Background: an optimization exercise with open tools, aiming at small area, a short achievable clock period and few clock cycles per item. Do not read the settings as production practice. Function not checked in this run: the RTL went through the layout flow alone. Power is estimated from default activity; no workload was simulated.

## flow/run.sh

```bash
#!/bin/bash
# synth_recipe.tcl (not shown) runs the flow's synth.tcl, then flattens the netlist and writes it again
# the make line also repeats each setting of config.mk as NAME=value (left out here)
make -C /OpenROAD-flow-scripts/flow DESIGN_CONFIG=/design/flow/config.mk WORK_HOME=/design/flow/orfs CLKGATE_MAP_FILE= SYNTH_SCRIPT=/design/flow/synth_recipe.tcl finish
```

## flow/design.v

```verilog
module lane_sig_unit (
    input  wire        clk,
    input  wire        rst,         
    input  wire        in_valid,
    output wire        in_ready,
    input  wire [1:0]  in_op,       
    input  wire [63:0] in_data,     
    input  wire [63:0] in_aux,      
    output wire        out_valid,
    input  wire        out_ready,
    output wire [63:0] out_data,
    output wire        out_ok
);
    localparam [1:0]  OP_BEGIN  = 2'd0;
    localparam [1:0]  OP_RESULT = 2'd1;
    localparam [1:0]  OP_DECODE = 2'd2;
    localparam [1:0]  OP_END    = 2'd3;
    localparam [17:0] CA  = 18'd58659;
    localparam [17:0] CM  = 18'd58658;
    localparam [17:0] K64 = 18'd24814;    
    function [15:0] ta1;
        input [3:0] v;
        reg [15:0] m;
        begin
            m = 16'h54aa; ta1[0] = m[v];
            m = 16'h66cc; ta1[1] = m[v];
            m = 16'h2c5a; ta1[2] = m[v];
            m = 16'h1dc6; ta1[3] = m[v];
            m = 16'hfc3e; ta1[4] = m[v];
            m = 16'h5754; ta1[5] = m[v];
            m = 16'hcd32; ta1[6] = m[v];
            m = 16'hc30e; ta1[7] = m[v];
            m = 16'h9454; ta1[8] = m[v];
            m = 16'h4d32; ta1[9] = m[v];
            m = 16'h97a4; ta1[10] = m[v];
            m = 16'hb292; ta1[11] = m[v];
            m = 16'h718e; ta1[12] = m[v];
            m = 16'ha4d4; ta1[13] = m[v];
            m = 16'h3918; ta1[14] = m[v];
            m = 16'hc1e0; ta1[15] = m[v];
        end
    endfunction
    function [15:0] tm1;
        input [3:0] v;
        reg [15:0] m;
        begin
            m = 16'haaaa; tm1[0] = m[v];
            m = 16'haa00; tm1[1] = m[v];
            m = 16'h00aa; tm1[2] = m[v];
            m = 16'h6666; tm1[3] = m[v];
            m = 16'hb4b4; tm1[4] = m[v];
            m = 16'h0b5e; tm1[5] = m[v];
            m = 16'h9932; tm1[6] = m[v];
            m = 16'h870e; tm1[7] = m[v];
            m = 16'he632; tm1[8] = m[v];
            m = 16'h610e; tm1[9] = m[v];
            m = 16'h8632; tm1[10] = m[v];
            m = 16'h610e; tm1[11] = m[v];
            m = 16'he0fe; tm1[12] = m[v];
            m = 16'h7932; tm1[13] = m[v];
            m = 16'h81c2; tm1[14] = m[v];
            m = 16'h54a8; tm1[15] = m[v];
        end
    endfunction
    function [15:0] ta2;
        input [3:0] v;
        reg [15:0] m;
        begin
            m = 16'h01fe; ta2[0] = m[v];
            m = 16'h5554; ta2[1] = m[v];
            m = 16'h9866; ta2[2] = m[v];
            m = 16'hb4d2; ta2[3] = m[v];
            m = 16'hd964; ta2[4] = m[v];
            m = 16'h1f86; ta2[5] = m[v];
            m = 16'he1f8; ta2[6] = m[v];
            m = 16'h54aa; ta2[7] = m[v];
            m = 16'hcd98; ta2[8] = m[v];
            m = 16'hc278; ta2[9] = m[v];
            m = 16'h94ac; ta2[10] = m[v];
            m = 16'he6ce; ta2[11] = m[v];
            m = 16'hf8f0; ta2[12] = m[v];
            m = 16'h5454; ta2[13] = m[v];
            m = 16'h3232; ta2[14] = m[v];
            m = 16'h0e0e; ta2[15] = m[v];
        end
    endfunction
    function [15:0] tm2;
        input [3:0] v;
        reg [15:0] m;
        begin
            m = 16'h0000; tm2[0] = m[v];
            m = 16'hd554; tm2[1] = m[v];
            m = 16'hcccc; tm2[2] = m[v];
            m = 16'h3c3c; tm2[3] = m[v];
            m = 16'h03fc; tm2[4] = m[v];
            m = 16'h2aa8; tm2[5] = m[v];
            m = 16'h4cce; tm2[6] = m[v];
            m = 16'hda5a; tm2[7] = m[v];
            m = 16'hec92; tm2[8] = m[v];
            m = 16'h8f1c; tm2[9] = m[v];
            m = 16'h701e; tm2[10] = m[v];
            m = 16'h7fe0; tm2[11] = m[v];
            m = 16'h2aaa; tm2[12] = m[v];
            m = 16'h9998; tm2[13] = m[v];
            m = 16'h8786; tm2[14] = m[v];
            m = 16'h807e; tm2[15] = m[v];
        end
    endfunction
    function [15:0] ta3;
        input [3:0] v;
        reg [15:0] m;
        begin
            m = 16'h0000; ta3[0] = m[v];
            m = 16'haaaa; ta3[1] = m[v];
            m = 16'h6666; ta3[2] = m[v];
            m = 16'hb4b4; ta3[3] = m[v];
            m = 16'hc738; ta3[4] = m[v];
            m = 16'had6a; ta3[5] = m[v];
            m = 16'h9ce6; ta3[6] = m[v];
            m = 16'h7c1e; ta3[7] = m[v];
            m = 16'ha954; ta3[8] = m[v];
            m = 16'h9b32; ta3[9] = m[v];
            m = 16'h2da4; ta3[10] = m[v];
            m = 16'hce38; ta3[11] = m[v];
            m = 16'h0fc0; ta3[12] = m[v];
            m = 16'hf000; ta3[13] = m[v];
            m = 16'h0000; ta3[14] = m[v];
            m = 16'h0000; ta3[15] = m[v];
        end
    endfunction
    function [15:0] tm3;
        input [3:0] v;
        reg [15:0] m;
        begin
            m = 16'h0000; tm3[0] = m[v];
            m = 16'h9554; tm3[1] = m[v];
            m = 16'h2666; tm3[2] = m[v];
            m = 16'h3878; tm3[3] = m[v];
            m = 16'h3f80; tm3[4] = m[v];
            m = 16'hfffe; tm3[5] = m[v];
            m = 16'hc000; tm3[6] = m[v];
            m = 16'h0000; tm3[7] = m[v];
            m = 16'h9554; tm3[8] = m[v];
            m = 16'h8ccc; tm3[9] = m[v];
            m = 16'h43c2; tm3[10] = m[v];
            m = 16'hffc0; tm3[11] = m[v];
            m = 16'h556a; tm3[12] = m[v];
            m = 16'h0cd8; tm3[13] = m[v];
            m = 16'hc3c6; tm3[14] = m[v];
            m = 16'hc03e; tm3[15] = m[v];
        end
    endfunction
    function [15:0] ta4;
        input [3:0] v;
        reg [15:0] m;
        begin
            m = 16'h83e0; ta4[0] = m[v];
            m = 16'hfc00; ta4[1] = m[v];
            m = 16'h83e0; ta4[2] = m[v];
            m = 16'h7fe0; ta4[3] = m[v];
            m = 16'hffe0; ta4[4] = m[v];
            m = 16'hd6aa; ta4[5] = m[v];
            m = 16'h4d86; ta4[6] = m[v];
            m = 16'h6934; ta4[7] = m[v];
            m = 16'h0dd8; ta4[8] = m[v];
            m = 16'h58aa; ta4[9] = m[v];
            m = 16'h4786; ta4[10] = m[v];
            m = 16'hc39e; ta4[11] = m[v];
            m = 16'h6ad4; ta4[12] = m[v];
            m = 16'h5a52; ta4[13] = m[v];
            m = 16'h1084; ta4[14] = m[v];
            m = 16'h6318; ta4[15] = m[v];
        end
    endfunction
    function [15:0] tm4;
        input [3:0] v;
        reg [15:0] m;
        begin
            m = 16'h0000; tm4[0] = m[v];
            m = 16'h5294; tm4[1] = m[v];
            m = 16'h9b26; tm4[2] = m[v];
            m = 16'h1c38; tm4[3] = m[v];
            m = 16'h1fc0; tm4[4] = m[v];
            m = 16'h183e; tm4[5] = m[v];
            m = 16'hb56a; tm4[6] = m[v];
            m = 16'h264c; tm4[7] = m[v];
            m = 16'h6ae4; tm4[8] = m[v];
            m = 16'hb4b6; tm4[9] = m[v];
            m = 16'h95ac; tm4[10] = m[v];
            m = 16'hdef6; tm4[11] = m[v];
            m = 16'h4d92; tm4[12] = m[v];
            m = 16'h911a; tm4[13] = m[v];
            m = 16'h4b48; tm4[14] = m[v];
            m = 16'h38c6; tm4[15] = m[v];
        end
    endfunction
    function [15:0] ta5;
        input [3:0] v;
        reg [15:0] m;
        begin
            m = 16'h4b4a; ta5[0] = m[v];
            m = 16'h38c6; ta5[1] = m[v];
            m = 16'h19de; ta5[2] = m[v];
            m = 16'h5294; ta5[3] = m[v];
            m = 16'hc9b2; ta5[4] = m[v];
            m = 16'h8cc4; ta5[5] = m[v];
            m = 16'hf0f8; ta5[6] = m[v];
            m = 16'h55aa; ta5[7] = m[v];
            m = 16'h872c; ta5[8] = m[v];
            m = 16'had7a; ta5[9] = m[v];
            m = 16'h7d06; ta5[10] = m[v];
            m = 16'h49b4; ta5[11] = m[v];
            m = 16'h2492; ta5[12] = m[v];
            m = 16'h026e; ta5[13] = m[v];
            m = 16'h5554; ta5[14] = m[v];
            m = 16'h9998; ta5[15] = m[v];
        end
    endfunction
    function [15:0] tm5;
        input [3:0] v;
        reg [15:0] m;
        begin
            m = 16'h0000; tm5[0] = m[v];
            m = 16'haaaa; tm5[1] = m[v];
            m = 16'h6666; tm5[2] = m[v];
            m = 16'hb4b4; tm5[3] = m[v];
            m = 16'hc738; tm5[4] = m[v];
            m = 16'h07c0; tm5[5] = m[v];
            m = 16'hf800; tm5[6] = m[v];
            m = 16'haaaa; tm5[7] = m[v];
            m = 16'h6666; tm5[8] = m[v];
            m = 16'h1e1e; tm5[9] = m[v];
            m = 16'hab54; tm5[10] = m[v];
            m = 16'h3398; tm5[11] = m[v];
            m = 16'hc3e0; tm5[12] = m[v];
            m = 16'hfc00; tm5[13] = m[v];
            m = 16'h0000; tm5[14] = m[v];
            m = 16'h0000; tm5[15] = m[v];
        end
    endfunction
    function [15:0] ta6;
        input [3:0] v;
        reg [15:0] m;
        begin
            m = 16'hf83e; ta6[0] = m[v];
            m = 16'h07fe; ta6[1] = m[v];
            m = 16'had6a; ta6[2] = m[v];
            m = 16'h364c; ta6[3] = m[v];
            m = 16'h3870; ta6[4] = m[v];
            m = 16'h6d14; ta6[5] = m[v];
            m = 16'he30c; ta6[6] = m[v];
            m = 16'he0fc; ta6[7] = m[v];
            m = 16'h4d68; ta6[8] = m[v];
            m = 16'h764e; ta6[9] = m[v];
            m = 16'h2ae4; ta6[10] = m[v];
            m = 16'hb4b6; ta6[11] = m[v];
            m = 16'h6d92; ta6[12] = m[v];
            m = 16'hb11a; ta6[13] = m[v];
            m = 16'h6b48; ta6[14] = m[v];
            m = 16'h18c6; ta6[15] = m[v];
        end
    endfunction
    function [15:0] tm6;
        input [3:0] v;
        reg [15:0] m;
        begin
            m = 16'h0000; tm6[0] = m[v];
            m = 16'he1e0; tm6[1] = m[v];
            m = 16'h1fe0; tm6[2] = m[v];
            m = 16'hffe0; tm6[3] = m[v];
            m = 16'hffe0; tm6[4] = m[v];
            m = 16'hb4aa; tm6[5] = m[v];
            m = 16'h6d86; tm6[6] = m[v];
            m = 16'h4934; tm6[7] = m[v];
            m = 16'h6fd8; tm6[8] = m[v];
            m = 16'h9000; tm6[9] = m[v];
            m = 16'he1e0; tm6[10] = m[v];
            m = 16'hb54a; tm6[11] = m[v];
            m = 16'h9326; tm6[12] = m[v];
            m = 16'h6efe; tm6[13] = m[v];
            m = 16'h5554; tm6[14] = m[v];
            m = 16'h9998; tm6[15] = m[v];
        end
    endfunction
    function [15:0] ta7;
        input [3:0] v;
        reg [15:0] m;
        begin
            m = 16'h5554; ta7[0] = m[v];
            m = 16'h9998; ta7[1] = m[v];
            m = 16'h1e1e; ta7[2] = m[v];
            m = 16'hb54a; ta7[3] = m[v];
            m = 16'h266c; ta7[4] = m[v];
            m = 16'h6d24; ta7[5] = m[v];
            m = 16'h49b6; ta7[6] = m[v];
            m = 16'h2492; ta7[7] = m[v];
            m = 16'h1c70; ta7[8] = m[v];
            m = 16'ha95a; ta7[9] = m[v];
            m = 16'h64c8; ta7[10] = m[v];
            m = 16'h1c38; ta7[11] = m[v];
            m = 16'h03f8; ta7[12] = m[v];
            m = 16'h0006; ta7[13] = m[v];
            m = 16'hfffe; ta7[14] = m[v];
            m = 16'hfffe; ta7[15] = m[v];
        end
    endfunction
    function [15:0] tm7;
        input [3:0] v;
        reg [15:0] m;
        begin
            m = 16'h0000; tm7[0] = m[v];
            m = 16'hfffe; tm7[1] = m[v];
            m = 16'h0000; tm7[2] = m[v];
            m = 16'haaaa; tm7[3] = m[v];
            m = 16'h6666; tm7[4] = m[v];
            m = 16'he1e0; tm7[5] = m[v];
            m = 16'h1fe0; tm7[6] = m[v];
            m = 16'h554a; tm7[7] = m[v];
            m = 16'hccd8; tm7[8] = m[v];
            m = 16'h9692; tm7[9] = m[v];
            m = 16'h18e2; tm7[10] = m[v];
            m = 16'he0fc; tm7[11] = m[v];
            m = 16'h55aa; tm7[12] = m[v];
            m = 16'h3398; tm7[13] = m[v];
            m = 16'h0f86; tm7[14] = m[v];
            m = 16'h007e; tm7[15] = m[v];
        end
    endfunction
    function [15:0] ta8;
        input [3:0] v;
        reg [15:0] m;
        begin
            m = 16'he07e; ta8[0] = m[v];
            m = 16'h1ffe; ta8[1] = m[v];
            m = 16'h1f80; ta8[2] = m[v];
            m = 16'he000; ta8[3] = m[v];
            m = 16'haaaa; ta8[4] = m[v];
            m = 16'h2cb2; ta8[5] = m[v];
            m = 16'hcf3c; ta8[6] = m[v];
            m = 16'ha56a; ta8[7] = m[v];
            m = 16'hd632; ta8[8] = m[v];
            m = 16'h4d16; ta8[9] = m[v];
            m = 16'h89da; ta8[10] = m[v];
            m = 16'hbb36; ta8[11] = m[v];
            m = 16'h870e; ta8[12] = m[v];
            m = 16'hca2a; ta8[13] = m[v];
            m = 16'ha698; ta8[14] = m[v];
            m = 16'h6186; ta8[15] = m[v];
        end
    endfunction
    function [15:0] tm8;
        input [3:0] v;
        reg [15:0] m;
        begin
            m = 16'h0000; tm8[0] = m[v];
            m = 16'h5554; tm8[1] = m[v];
            m = 16'h6666; tm8[2] = m[v];
            m = 16'h7878; tm8[3] = m[v];
            m = 16'h7f80; tm8[4] = m[v];
            m = 16'hd554; tm8[5] = m[v];
            m = 16'h6666; tm8[6] = m[v];
            m = 16'hd2d2; tm8[7] = m[v];
            m = 16'h649a; tm8[8] = m[v];
            m = 16'h871c; tm8[9] = m[v];
            m = 16'h52b4; tm8[10] = m[v];
            m = 16'h318c; tm8[11] = m[v];
            m = 16'hf07c; tm8[12] = m[v];
            m = 16'hf002; tm8[13] = m[v];
            m = 16'h0ffe; tm8[14] = m[v];
            m = 16'hfffe; tm8[15] = m[v];
        end
    endfunction
    function [15:0] ta9;
        input [3:0] v;
        reg [15:0] m;
        begin
            m = 16'h4d92; ta9[0] = m[v];
            m = 16'h6924; ta9[1] = m[v];
            m = 16'h6900; ta9[2] = m[v];
            m = 16'hc3aa; ta9[3] = m[v];
            m = 16'h8dcc; ta9[4] = m[v];
            m = 16'hbc62; ta9[5] = m[v];
            m = 16'h9b26; ta9[6] = m[v];
            m = 16'h2db4; ta9[7] = m[v];
            m = 16'h2900; ta9[8] = m[v];
            m = 16'h2900; ta9[9] = m[v];
            m = 16'hce38; ta9[10] = m[v];
            m = 16'h4252; ta9[11] = m[v];
            m = 16'hd936; ta9[12] = m[v];
            m = 16'h8a9c; ta9[13] = m[v];
            m = 16'h4672; ta9[14] = m[v];
            m = 16'h94a4; ta9[15] = m[v];
        end
    endfunction
    function [15:0] tm9;
        input [3:0] v;
        reg [15:0] m;
        begin
            m = 16'h0000; tm9[0] = m[v];
            m = 16'h1e1e; tm9[1] = m[v];
            m = 16'h1fe0; tm9[2] = m[v];
            m = 16'he000; tm9[3] = m[v];
            m = 16'h0000; tm9[4] = m[v];
            m = 16'hb4b4; tm9[5] = m[v];
            m = 16'hd926; tm9[6] = m[v];
            m = 16'h1e38; tm9[7] = m[v];
            m = 16'h01de; tm9[8] = m[v];
            m = 16'h4b4a; tm9[9] = m[v];
            m = 16'h8c72; tm9[10] = m[v];
            m = 16'hbb36; tm9[11] = m[v];
            m = 16'h2da4; tm9[12] = m[v];
            m = 16'hd026; tm9[13] = m[v];
            m = 16'haa8c; tm9[14] = m[v];
            m = 16'h6662; tm9[15] = m[v];
        end
    endfunction
    function [15:0] ta10;
        input [3:0] v;
        reg [15:0] m;
        begin
            m = 16'h0fc0; ta10[0] = m[v];
            m = 16'h5aaa; ta10[1] = m[v];
            m = 16'hc9a6; ta10[2] = m[v];
            m = 16'hc79e; ta10[3] = m[v];
            m = 16'hc07e; ta10[4] = m[v];
            m = 16'h303e; ta10[5] = m[v];
            m = 16'ha554; ta10[6] = m[v];
            m = 16'h9332; ta10[7] = m[v];
            m = 16'h80ce; ta10[8] = m[v];
            m = 16'h703e; ta10[9] = m[v];
            m = 16'h003e; ta10[10] = m[v];
            m = 16'ha554; ta10[11] = m[v];
            m = 16'h3998; ta10[12] = m[v];
            m = 16'h648a; ta10[13] = m[v];
            m = 16'h492c; ta10[14] = m[v];
            m = 16'h8e30; ta10[15] = m[v];
        end
    endfunction
    function [15:0] tm10;
        input [3:0] v;
        reg [15:0] m;
        begin
            m = 16'h0000; tm10[0] = m[v];
            m = 16'he1e0; tm10[1] = m[v];
            m = 16'h1fe0; tm10[2] = m[v];
            m = 16'h554a; tm10[3] = m[v];
            m = 16'h998c; tm10[4] = m[v];
            m = 16'h0010; tm10[5] = m[v];
            m = 16'h0000; tm10[6] = m[v];
            m = 16'haaaa; tm10[7] = m[v];
            m = 16'h2d2c; tm10[8] = m[v];
            m = 16'h857a; tm10[9] = m[v];
            m = 16'h7d06; tm10[10] = m[v];
            m = 16'h49b4; tm10[11] = m[v];
            m = 16'h2492; tm10[12] = m[v];
            m = 16'h026e; tm10[13] = m[v];
            m = 16'h5554; tm10[14] = m[v];
            m = 16'h9998; tm10[15] = m[v];
        end
    endfunction
    function [15:0] ta11;
        input [3:0] v;
        reg [15:0] m;
        begin
            m = 16'h94b4; ta11[0] = m[v];
            m = 16'h4d92; ta11[1] = m[v];
            m = 16'hfd90; ta11[2] = m[v];
            m = 16'h573a; ta11[3] = m[v];
            m = 16'h3376; ta11[4] = m[v];
            m = 16'h3110; ta11[5] = m[v];
            m = 16'h3110; ta11[6] = m[v];
            m = 16'h9bba; ta11[7] = m[v];
            m = 16'he3c2; ta11[8] = m[v];
            m = 16'hc21c; ta11[9] = m[v];
            m = 16'h9754; ta11[10] = m[v];
            m = 16'h8f2c; ta11[11] = m[v];
            m = 16'h2a56; ta11[12] = m[v];
            m = 16'h0d86; ta11[13] = m[v];
            m = 16'h5aac; ta11[14] = m[v];
            m = 16'hc662; ta11[15] = m[v];
        end
    endfunction
    function [15:0] tm11;
        input [3:0] v;
        reg [15:0] m;
        begin
            m = 16'h0000; tm11[0] = m[v];
            m = 16'hf83e; tm11[1] = m[v];
            m = 16'hffc0; tm11[2] = m[v];
            m = 16'haaaa; tm11[3] = m[v];
            m = 16'h6666; tm11[4] = m[v];
            m = 16'he620; tm11[5] = m[v];
            m = 16'he620; tm11[6] = m[v];
            m = 16'he620; tm11[7] = m[v];
            m = 16'h1e1e; tm11[8] = m[v];
            m = 16'hf9c0; tm11[9] = m[v];
            m = 16'h5294; tm11[10] = m[v];
            m = 16'h9b26; tm11[11] = m[v];
            m = 16'hb692; tm11[12] = m[v];
            m = 16'h231a; tm11[13] = m[v];
            m = 16'h6948; tm11[14] = m[v];
            m = 16'h18c6; tm11[15] = m[v];
        end
    endfunction
    function [15:0] ta12;
        input [3:0] v;
        reg [15:0] m;
        begin
            m = 16'hce18; ta12[0] = m[v];
            m = 16'hf0e0; ta12[1] = m[v];
            m = 16'h9bb2; ta12[2] = m[v];
            m = 16'h4996; ta12[3] = m[v];
            m = 16'h388e; ta12[4] = m[v];
            m = 16'hc966; ta12[5] = m[v];
            m = 16'h381e; ta12[6] = m[v];
            m = 16'h07fe; ta12[7] = m[v];
            m = 16'hcee6; ta12[8] = m[v];
            m = 16'h3e1e; ta12[9] = m[v];
            m = 16'h654c; ta12[10] = m[v];
            m = 16'hd2da; ta12[11] = m[v];
            m = 16'h31c6; ta12[12] = m[v];
            m = 16'h6b8c; ta12[13] = m[v];
            m = 16'h1842; ta12[14] = m[v];
            m = 16'had94; ta12[15] = m[v];
        end
    endfunction
    function [15:0] tm12;
        input [3:0] v;
        reg [15:0] m;
        begin
            m = 16'h0000; tm12[0] = m[v];
            m = 16'h9554; tm12[1] = m[v];
            m = 16'h8ccc; tm12[2] = m[v];
            m = 16'hd696; tm12[3] = m[v];
            m = 16'he718; tm12[4] = m[v];
            m = 16'h92b4; tm12[5] = m[v];
            m = 16'h718c; tm12[6] = m[v];
            m = 16'hf07c; tm12[7] = m[v];
            m = 16'h9aa8; tm12[8] = m[v];
            m = 16'h7664; tm12[9] = m[v];
            m = 16'h31e2; tm12[10] = m[v];
            m = 16'hcfe0; tm12[11] = m[v];
            m = 16'h554a; tm12[12] = m[v];
            m = 16'h0cd8; tm12[13] = m[v];
            m = 16'hc3c6; tm12[14] = m[v];
            m = 16'hc03e; tm12[15] = m[v];
        end
    endfunction
    function [15:0] hA;
        input [3:0] v;
        reg [15:0] m;
        begin
            m = 16'h54aa; hA[0] = m[v];
            m = 16'h66cc; hA[1] = m[v];
            m = 16'h2c5a; hA[2] = m[v];
            m = 16'h1dc6; hA[3] = m[v];
            m = 16'hfc3e; hA[4] = m[v];
            m = 16'h5754; hA[5] = m[v];
            m = 16'hcd32; hA[6] = m[v];
            m = 16'hc30e; hA[7] = m[v];
            m = 16'h9454; hA[8] = m[v];
            m = 16'h4d32; hA[9] = m[v];
            m = 16'h97a4; hA[10] = m[v];
            m = 16'hb292; hA[11] = m[v];
            m = 16'h718e; hA[12] = m[v];
            m = 16'ha4d4; hA[13] = m[v];
            m = 16'h3918; hA[14] = m[v];
            m = 16'hc1e0; hA[15] = m[v];
        end
    endfunction
    function [15:0] hM;
        input [3:0] v;
        reg [15:0] m;
        begin
            m = 16'h0000; hM[0] = m[v];
            m = 16'h54aa; hM[1] = m[v];
            m = 16'h3266; hM[2] = m[v];
            m = 16'h0e1e; hM[3] = m[v];
            m = 16'h01fe; hM[4] = m[v];
            m = 16'hab54; hM[5] = m[v];
            m = 16'h9932; hM[6] = m[v];
            m = 16'h870e; hM[7] = m[v];
            m = 16'hd454; hM[8] = m[v];
            m = 16'h4d32; hM[9] = m[v];
            m = 16'h97a4; hM[10] = m[v];
            m = 16'hb292; hM[11] = m[v];
            m = 16'h718e; hM[12] = m[v];
            m = 16'ha4d4; hM[13] = m[v];
            m = 16'h3918; hM[14] = m[v];
            m = 16'hc1e0; hM[15] = m[v];
        end
    endfunction
    reg        rdy;
    reg        v0;
    reg [1:0]  op0;
    reg [63:0] x0, a0;
    reg        v1, v2, v3;
    reg [1:0]  op1, op2, op3;
    reg [19:0] sa1, sb1;
    reg [15:0] lo1, lo2;
    reg        wf1, wf2;
    reg [16:0] vp2;
    reg [15:0] rho3;
    reg [47:0] n_q;
    reg [15:0] d_q;
    reg [63:0] s_q;
    reg [1:0]  xs;
    reg [63:0] xr;
    reg [1:0]  ds;
    reg [3:0]  dcnt;
    reg [47:0] ddvd;
    reg [15:0] drem;
    reg        dsgn;
    reg [1:0]  es;
    reg [3:0]  ecnt;
    reg [63:0] ek;
    reg [63:0] eacc;
    reg [47:0] end_n;
    reg [63:0] outq;
    reg        okq;
    reg        ov;
    wire is_beg0 = (op0 == OP_BEGIN);
    wire [15:0] lk1 = is_beg0 ? tm1(x0[3:0]) : ta1(x0[19:16]);
    wire [15:0] lk2 = is_beg0 ? tm2(x0[7:4]) : ta2(x0[23:20]);
    wire [15:0] lk3 = is_beg0 ? tm3(x0[11:8]) : ta3(x0[27:24]);
    wire [15:0] lk4 = is_beg0 ? tm4(x0[15:12]) : ta4(x0[31:28]);
    wire [15:0] lk5 = is_beg0 ? tm5(x0[19:16]) : ta5(x0[35:32]);
    wire [15:0] lk6 = is_beg0 ? tm6(x0[23:20]) : ta6(x0[39:36]);
    wire [15:0] lk7 = is_beg0 ? tm7(x0[27:24]) : ta7(x0[43:40]);
    wire [15:0] lk8 = is_beg0 ? tm8(x0[31:28]) : ta8(x0[47:44]);
    wire [15:0] lk9 = is_beg0 ? tm9(x0[35:32]) : ta9(x0[51:48]);
    wire [15:0] lk10 = is_beg0 ? tm10(x0[39:36]) : ta10(x0[55:52]);
    wire [15:0] lk11 = is_beg0 ? tm11(x0[43:40]) : ta11(x0[59:56]);
    wire [15:0] lk12 = is_beg0 ? tm12(x0[47:44]) : ta12(x0[63:60]);
    wire [19:0] t0 = is_beg0 ? 20'd0 : {4'd0, x0[15:0]};
    wire [19:0] t1 = {4'd0, lk1};
    wire [19:0] t2 = {4'd0, lk2};
    wire [19:0] t3 = {4'd0, lk3};
    wire [19:0] t4 = {4'd0, lk4};
    wire [19:0] t5 = {4'd0, lk5};
    wire [19:0] t6 = {4'd0, lk6};
    wire [19:0] t7 = {4'd0, lk7};
    wire [19:0] t8 = {4'd0, lk8};
    wire [19:0] t9 = {4'd0, lk9};
    wire [19:0] t10 = {4'd0, lk10};
    wire [19:0] t11 = {4'd0, lk11};
    wire [19:0] t12 = {4'd0, lk12};
    wire [19:0] rc_0_0s = t0 ^ t1 ^ t2;
    wire [19:0] rc_0_0m = (t0 & t1) | (t0 & t2) | (t1 & t2);
    wire [19:0] rc_0_0c = {rc_0_0m[18:0], 1'b0};
    wire [19:0] rc_0_1s = t3 ^ t4 ^ t5;
    wire [19:0] rc_0_1m = (t3 & t4) | (t3 & t5) | (t4 & t5);
    wire [19:0] rc_0_1c = {rc_0_1m[18:0], 1'b0};
    wire [19:0] rc_0_2s = t6 ^ t7 ^ t8;
    wire [19:0] rc_0_2m = (t6 & t7) | (t6 & t8) | (t7 & t8);
    wire [19:0] rc_0_2c = {rc_0_2m[18:0], 1'b0};
    wire [19:0] rc_0_3s = t9 ^ t10 ^ t11;
    wire [19:0] rc_0_3m = (t9 & t10) | (t9 & t11) | (t10 & t11);
    wire [19:0] rc_0_3c = {rc_0_3m[18:0], 1'b0};
    wire [19:0] rc_1_0s = rc_0_0s ^ rc_0_0c ^ rc_0_1s;
    wire [19:0] rc_1_0m = (rc_0_0s & rc_0_0c) | (rc_0_0s & rc_0_1s) | (rc_0_0c & rc_0_1s);
    wire [19:0] rc_1_0c = {rc_1_0m[18:0], 1'b0};
    wire [19:0] rc_1_1s = rc_0_1c ^ rc_0_2s ^ rc_0_2c;
    wire [19:0] rc_1_1m = (rc_0_1c & rc_0_2s) | (rc_0_1c & rc_0_2c) | (rc_0_2s & rc_0_2c);
    wire [19:0] rc_1_1c = {rc_1_1m[18:0], 1'b0};
    wire [19:0] rc_1_2s = rc_0_3s ^ rc_0_3c ^ t12;
    wire [19:0] rc_1_2m = (rc_0_3s & rc_0_3c) | (rc_0_3s & t12) | (rc_0_3c & t12);
    wire [19:0] rc_1_2c = {rc_1_2m[18:0], 1'b0};
    wire [19:0] rc_2_0s = rc_1_0s ^ rc_1_0c ^ rc_1_1s;
    wire [19:0] rc_2_0m = (rc_1_0s & rc_1_0c) | (rc_1_0s & rc_1_1s) | (rc_1_0c & rc_1_1s);
    wire [19:0] rc_2_0c = {rc_2_0m[18:0], 1'b0};
    wire [19:0] rc_2_1s = rc_1_1c ^ rc_1_2s ^ rc_1_2c;
    wire [19:0] rc_2_1m = (rc_1_1c & rc_1_2s) | (rc_1_1c & rc_1_2c) | (rc_1_2s & rc_1_2c);
    wire [19:0] rc_2_1c = {rc_2_1m[18:0], 1'b0};
    wire [19:0] rc_3_0s = rc_2_0s ^ rc_2_0c ^ rc_2_1s;
    wire [19:0] rc_3_0m = (rc_2_0s & rc_2_0c) | (rc_2_0s & rc_2_1s) | (rc_2_0c & rc_2_1s);
    wire [19:0] rc_3_0c = {rc_3_0m[18:0], 1'b0};
    wire [19:0] rc_4_0s = rc_3_0s ^ rc_3_0c ^ rc_2_1c;
    wire [19:0] rc_4_0m = (rc_3_0s & rc_3_0c) | (rc_3_0s & rc_2_1c) | (rc_3_0c & rc_2_1c);
    wire [19:0] rc_4_0c = {rc_4_0m[18:0], 1'b0};
    wire [19:0] csa_a = rc_4_0s;
    wire [19:0] csa_b = rc_4_0c;
    wire        is_beg1 = (op1 == OP_BEGIN);
    wire [19:0] v_sum = sa1 + sb1;
    wire [15:0] v_hi  = is_beg1 ? hM(v_sum[19:16]) : hA(v_sum[19:16]);
    wire [16:0] vp    = {1'b0, v_sum[15:0]} + {1'b0, v_hi};
    wire        is_beg2 = (op2 == OP_BEGIN);
    wire        wrap2   = wf2 && (lo2 < d_q);
    wire [17:0] zr      = {1'b0, vp2} + (CA - {2'b0, d_q}) + (wrap2 ? K64 : 18'd0);
    wire [17:0] z       = is_beg2 ? {1'b0, vp2} : zr;
    wire [17:0] md      = is_beg2 ? CM : CA;
    wire [17:0] md2     = is_beg2 ? (CM * 2) : (CA * 2);
    wire [17:0] md3     = is_beg2 ? (CM * 3) : (CA * 3);
    wire [17:0] rz      = (z >= md3) ? z - md3 : (z >= md2) ? z - md2 : (z >= md) ? z - md : z;
    wire [15:0] rho     = rz[15:0];
    wire [63:0] fold = (s_q << 40) + (s_q << 8) + (s_q << 7) + (s_q << 5) + (s_q << 4) +
                       (s_q << 1) + s_q + {48'd0, rho3};
    wire [16:0] w1 = {drem, ddvd[47]};
    wire        q1 = (w1 >= CA[16:0]);
    wire [15:0] r1 = q1 ? (w1 - CA[16:0]) : w1[15:0];
    wire [16:0] w2 = {r1, ddvd[46]};
    wire        q2 = (w2 >= CA[16:0]);
    wire [15:0] r2 = q2 ? (w2 - CA[16:0]) : w2[15:0];
    wire [16:0] w3 = {r2, ddvd[45]};
    wire        q3 = (w3 >= CA[16:0]);
    wire [15:0] r3 = q3 ? (w3 - CA[16:0]) : w3[15:0];
    wire        mark2 = v2 && (op2 == OP_DECODE);
    wire [63:0] tdec  = xr - ({48'd0, lo2} + {48'd0, d_q});
    wire [63:0] eprod = eacc + (ek & {64{end_n[0]}}) + ((ek << 1) & {64{end_n[1]}}) +
                        ((ek << 2) & {64{end_n[2]}}) + ((ek << 3) & {64{end_n[3]}});
    wire fire = in_valid && rdy;
    wire take = ov && out_ready;
    function dec_ok;
        input [1:0] f_xs;
        input       f_mark;
        input [1:0] f_ds;
        dec_ok = (f_xs == 2'd0) || ((f_ds == 2'd0) && ((f_xs == 2'd2) || ((f_xs == 2'd1) && f_mark)));
    endfunction
    function go_ok;
        input [1:0] f_op;
        input       f_b1;      
        input       f_b2;      
        input [1:0] f_xs;
        input       f_mark;    
        input [1:0] f_ds;
        input [1:0] f_es;
        input       f_ov;
        case (f_op)
            OP_BEGIN:  go_ok = !f_b1 && !f_b2;
            OP_RESULT: go_ok = 1'b1;
            OP_DECODE: go_ok = dec_ok(f_xs, f_mark, f_ds);
            default:   go_ok = (f_es == 2'd0) && (f_ds == 2'd0) && (f_xs == 2'd0) && !f_ov;
        endcase
    endfunction
    wire go0 = v0 && go_ok(op0, v1 && (op1 == OP_BEGIN), v2 && (op2 == OP_BEGIN),
                           xs, mark2, ds, es, ov);
    wire dstart_t  = (ds == 2'd0) && (xs == 2'd1) && mark2;
    wire dstart_x  = (ds == 2'd0) && (xs == 2'd2);
    wire dstart    = dstart_t || dstart_x;
    wire [63:0] dsrc = dstart_t ? tdec : xr;
    wire dec_xfer  = (ds == 2'd2) && !ov && (es == 2'd0);
    wire end_rel   = go0 && (op0 == OP_END);
    wire dec_rel   = go0 && (op0 == OP_DECODE);
    reg [1:0] xs_n, ds_n, es_n;
    reg       ov_n;
    always @* begin
        xs_n = xs;
        if (dec_rel)                         xs_n = 2'd1;
        else if (dstart)                     xs_n = 2'd0;
        else if ((xs == 2'd1) && mark2)      xs_n = 2'd2;
        ds_n = ds;
        if (dstart)                          ds_n = 2'd1;
        else if ((ds == 2'd1) && (dcnt == 4'd15)) ds_n = 2'd2;
        else if (dec_xfer)                   ds_n = 2'd0;
        es_n = es;
        if (end_rel)                         es_n = 2'd1;
        else if ((es == 2'd1) && (ecnt == 4'd11)) es_n = 2'd2;
        else if (es == 2'd2)                 es_n = 2'd3;
        else if ((es == 2'd3) && take)       es_n = 2'd0;
        ov_n = (ov && !out_ready) || dec_xfer || (es == 2'd2);
    end
    wire [1:0] nop   = fire ? in_op : op0;
    wire       nhold = fire || (v0 && !go0);
    wire       mark2_n = v1 && (op1 == OP_DECODE);
    wire       rdy_n = !nhold || go_ok(nop, go0 && (op0 == OP_BEGIN), v1 && (op1 == OP_BEGIN),
                                       xs_n, mark2_n, ds_n, es_n, ov_n);
    always @(posedge clk) begin
        if (rdy) begin
            op0 <= in_op;
            x0  <= in_data;
            a0  <= in_aux;
        end
        op1 <= op0;
        sa1 <= csa_a;
        sb1 <= csa_b;
        lo1 <= (op0 == OP_DECODE) ? a0[15:0] : x0[15:0];
        wf1 <= x0[63] && (x0[62:16] == 47'd0);
        op2 <= op1;
        vp2 <= vp;
        lo2 <= lo1;
        wf2 <= wf1;
        op3 <= op2;
        rho3 <= rho;
        if (dec_rel)
            xr <= x0;
        else if ((xs == 2'd1) && mark2)
            xr <= tdec;
        if (dstart) begin
            dsgn <= dsrc[63];
            drem <= dsrc[63:48] - (dsrc[63] ? 16'd6877 : 16'd0);
            ddvd <= dsrc[47:0];
            dcnt <= 4'd0;
        end else if (ds == 2'd1) begin
            drem <= r3;
            ddvd <= {ddvd[44:0], q1, q2, q3};
            dcnt <= dcnt + 4'd1;
        end
        if (end_rel) begin
            ek    <= x0;
            eacc  <= a0;
            end_n <= n_q;
            ecnt  <= 4'd0;
        end else begin
            ek    <= ek << 4;
            eacc  <= eprod;
            end_n <= end_n >> 4;
            ecnt  <= ecnt + 4'd1;
        end
        if (v3 && (op3 == OP_END))
            outq <= s_q;
        else if (dec_xfer)
            outq <= {{16{dsgn}}, ddvd};
        if (dec_xfer)
            okq <= (drem == 16'd0);
        else if (es == 2'd2)
            okq <= (eacc == outq);
        if (rst) begin
            rdy  <= 1'b1;
            v0   <= 1'b0;
            v1   <= 1'b0;
            v2   <= 1'b0;
            v3   <= 1'b0;
            xs   <= 2'd0;
            ds   <= 2'd0;
            es   <= 2'd0;
            ov   <= 1'b0;
            n_q  <= 48'd0;
            d_q  <= 16'd1;
            s_q  <= 64'd0;
        end else begin
            rdy <= rdy_n;
            if (rdy)
                v0 <= in_valid;
            else if (go0)
                v0 <= 1'b0;
            v1 <= go0;
            v2 <= v1;
            v3 <= v2;
            xs <= xs_n;
            ds <= ds_n;
            es <= es_n;
            ov <= ov_n;
            if (go0 && (op0 == OP_BEGIN))
                n_q <= x0[47:0];
            if (v2 && is_beg2)
                d_q <= rho + 16'd1;
            if (v3) begin
                if (op3 == OP_BEGIN)
                    s_q <= {16'd0, n_q};
                else if (op3 == OP_RESULT)
                    s_q <= fold;
            end
        end
    end
    assign in_ready  = rdy;
    assign out_valid = ov;
    assign out_data  = outq;
    assign out_ok    = okq;
endmodule
```

## flow/config.mk

```make
export PLATFORM = sky130hd
export DESIGN_NAME = lane_sig_unit
export DESIGN_NICKNAME = lane_sig_unit
export VERILOG_FILES = /design/flow/design.v
export SDC_FILE = /design/flow/constraint.sdc
export NUM_CORES = 4
export LEC_CHECK = 0
export CAP_MARGIN = 20
export CORE_MARGIN = 2
export CORE_UTILIZATION = 40
export PLACE_DENSITY = 0.6
export SLEW_MARGIN = 20
```

## flow/constraint.sdc

```tcl
create_clock -name core_clock -period 12.0 [get_ports {clk}]
set_input_delay 2.4000 -clock core_clock [delete_from_list [all_inputs] [get_ports {clk}]]
set_output_delay 2.4000 -clock core_clock [all_outputs]
set_load 0.01 [all_outputs]
```

==> run summary <==
Max Slew Vio Count=0; final worst path period need=9507 ps; initial antenna violation count=17; # IOs=201; Layout Cells excl Fill=9946; Critical Path AT=10140 ps; average size of a mapped cell=8.882 µm²; Clock Sinks=757; post-synth cell types=117; Via Count=56920; RSZ-0062 raised after global routing=no; Synthesis Warnings=1; first-pass GRT wire length=360000 µm; largest net degree at the start of global routing=176; root buf cell=clkbuf_16; fill count=16590; Largest stage delay, worst path=650 ps; Avg WL per Cell=24.67 µm; critical path class=register to register; CP most frequent cell=a21oi_1; # H-tree levels=3; Crit-path slowest cell=o41a_1; Worst-Skew Late Latency=760 ps; Max VDD drop=253.1 µV; CTS tree=yes; Yosys top cell area share=0.1906; Clock transition at path regs=70 ps; Overall Global Routing Usage=0.2778; number of global-route vias before repair=55040; number of enable flip-flop cells after synthesis=324; Synth Net Count=8864; Synth area leaders=fa_1, edfxtp_1, dfxtp_1; layout cells sized above 1=0.04574; Die Footprint=0.1737 mm²; Starting Density=0.4026; CP Launch Type=register; final setup violating endpoints=0; final setup TNS=0 ps; # port buffers=200; Synth async-reset ratio=0; Max Cap Viol=0; final hold vios=0; die span in x=416.8 µm; Final GP Congestion=0.9937; Cells after DPL=9769; CTS hold repair buffers=0; Worst slew margin=0.2496; Max clock buf depth=3; post-synth design cell area=0.06815 mm²; status=no timing/DRC/antenna violations; initial DRC count=6482; Post-synth top flop=dfxtp_1; reg2reg setup slack=2490 ps; area delta synth->final=10.28%; Placeable Area=0.1693 mm²; leakage power=0.03126 µW; Crit Path Max Fanout=12; Hold Crit Class=register to register; cell with the most instances after synthesis=nand2_1; cell count after synthesis=7673; fmax=105.2 MHz; largest area contributor in the netlist=fa_1; drt total wl=245300 µm; Post-CTS Resized=0; # nets final=8834; die height=416.8 µm; CP Capture Type=register; Pwr Density=210.8 mW/mm²; number of CTS-inserted buffers=89; grt ovf=0; period utilization=0.7922; sequential area share after synthesis=0.2699; std cell rows=151; Critical Path RT=12640 ps; detailed placement HPWL=193900 µm; residual DRC count=0; Post-synth top cells=nand2_1, inv_1, fa_1; Worst Tran Pin Value=1118 ps; remaining antenna violation count=0; number of post-CTS setup repair buffers=0; post-synthesis sequential element count=757; Avg Vias per Cell=5.722; clock skew=90.49 ps; First-pass DRT Iterations=8
## sequential cells by signal, indices dropped and copies added, names as in the netlist, 4 cells and up
register  count
dcnt          4
ecnt          4
n_q          48
x0           64
sb1          17
ek           64
outq         64
rho3         16
ddvd         48
vp2          17
lo2          16
eacc         64
s_q          64
drem         16
sa1          19
d_q          16
end_n        48
lo1          16
a0           64
xr           64
## cell usage in the layout (no fill, tap or decap), types with 16 or more instances in the layout
cell type and instances:
inv_1 720, o221ai_1 43, or2_2 20, and2_1 274, nor2b_1 69, o311ai_0 26, nand3b_1 16, clkbuf_1 17
o21a_1 38, o211ai_1 69, o21ai_0 544, nand2_1 1038, nor2_1 421, and3_1 30, o31ai_1 32, mux2_2 18
mux2i_1 56, xor2_1 190, nand4_1 44, a211oi_1 84, nor3_1 102, ha_1 408, clkdlybuf4s50_1 199, xnor2_1 247
buf_4 81, o22ai_1 18, fa_1 649, a21oi_1 552, nand2b_1 74, a31oi_1 62, nor4_1 44, or3_1 33
o21bai_1 60, a21o_1 120, edfxtp_1 324, nand3_1 99, clkbuf_16 95, dfxtp_1 431
## layout make-up
cell class                      instances  area (µm²)  share of cell area
Timing Repair Buffer                  282        2635             0.03506
Tap cell                             2218        2775             0.03693
Multi-Input combinational cell       5780       45520              0.6056
Inverter                              733        2751             0.03661
Clock buffer                          124        2591             0.03448
Clock inverter                         42       459.2            0.006110
Antenna cell                           10       25.02           0.0003330
Sequential cell                       757       18400              0.2449
## per-layer routing
layer | vias up | routed length [µm] | GRT usage
met4 | 8 | 11540 | 0.1175
li1 | 25970 | - | -
met1 | 27960 | 103800 | 0.3825
met2 | 2546 | 108400 | 0.4289
met3 | 430 | 21520 | 0.05000
met5 | - | 67 | 0
## worst max-delay path: cells and delay by family (launching register included)
kind,cells,cell delay (ps)
and+or+nand+nor,5,1480
xor gates and xnor gates,1,260
buffers and inverters,3,290
DFF,1,350
AOI/OAI and AO/OA,22,5150
adders and majority gates,5,1840
## report_power, final
part,internal (µW),switching [µW],leakage [µW]
clock,1620,1230,0.00150
sequential,3200,509,0.00668
combinational,3710,5580,0.0231
## path summary, 6_finish.rpt
| check | cells after the start | startpoint | to |
|---|---|---|---|
| worst min-delay path | 0 | wf1$_DFF_P_ | wf2$_DFF_P_ |
| worst max register to register | 36 | d_q[1]$_SDFFE_PP0P_ | d_q[14]$_SDFFE_PP0P_ |
| worst max-delay path | 36 | d_q[1]$_SDFFE_PP0P_ | d_q[14]$_SDFFE_PP0P_ |
| worst min register to register | 0 | wf1$_DFF_P_ | wf2$_DFF_P_ |
## through the flow
step                total power [µW]  hold slack (ps)  utilization  setup WS (ps)  cell area, µm²
finish                         15840            328.1       0.4440           2493           75160
global placement               12930            362.2       0.4257           2683           72070
CTS                            15970            329.0       0.4437           2604           75120
detailed placement             13040            354.0       0.4257           2645           72070
floorplan                      10210            309.6            -           4507           68150
global route                   17130            334.6       0.4438           1870           75130
## cell families (layout without fill, tap and decap cells)
group	Yosys count	after routing	share of synthesized area
AO/OA/AOI/OAI	1854	1854	0.1697
XOR/XNOR	442	442	0.05746
adder cells (fa/ha/maj)	1059	1059	0.2658
buffers and inverters	1136	1181	0.06358
flip-flops	757	757	0.2699
AND/OR/NAND/NOR	2345	2345	0.1603
multiplexers	80	80	0.01318
other	0	10	0

[static timing again, ports no longer ideal]
Ports are ideal in the flow. The routed layout listed here was re-timed in OpenROAD. Step 1 sets driving cells, clkbuf_16 on the clock port and buf_2 on the other inputs (assumed; they add their load-dependent delay and slew). Step 2, shift: input delay + t, output delay - t, t = (earliest + latest rising clock arrival at the registers) / 2. This alone moves slack from input paths to output paths. a / b / c = ideal ports / drivers / drivers and shift; a / b = the first two.
t, ns: 0.798
slack for setup (ns): 2.493 / 2.493 / 2.493
worst data-port slew with drivers (ns): 0.07
After both steps setup and hold are still met in this run. The setup slack of this run moves by 0.000 ns with the drivers and by 0.000 ns with both steps.
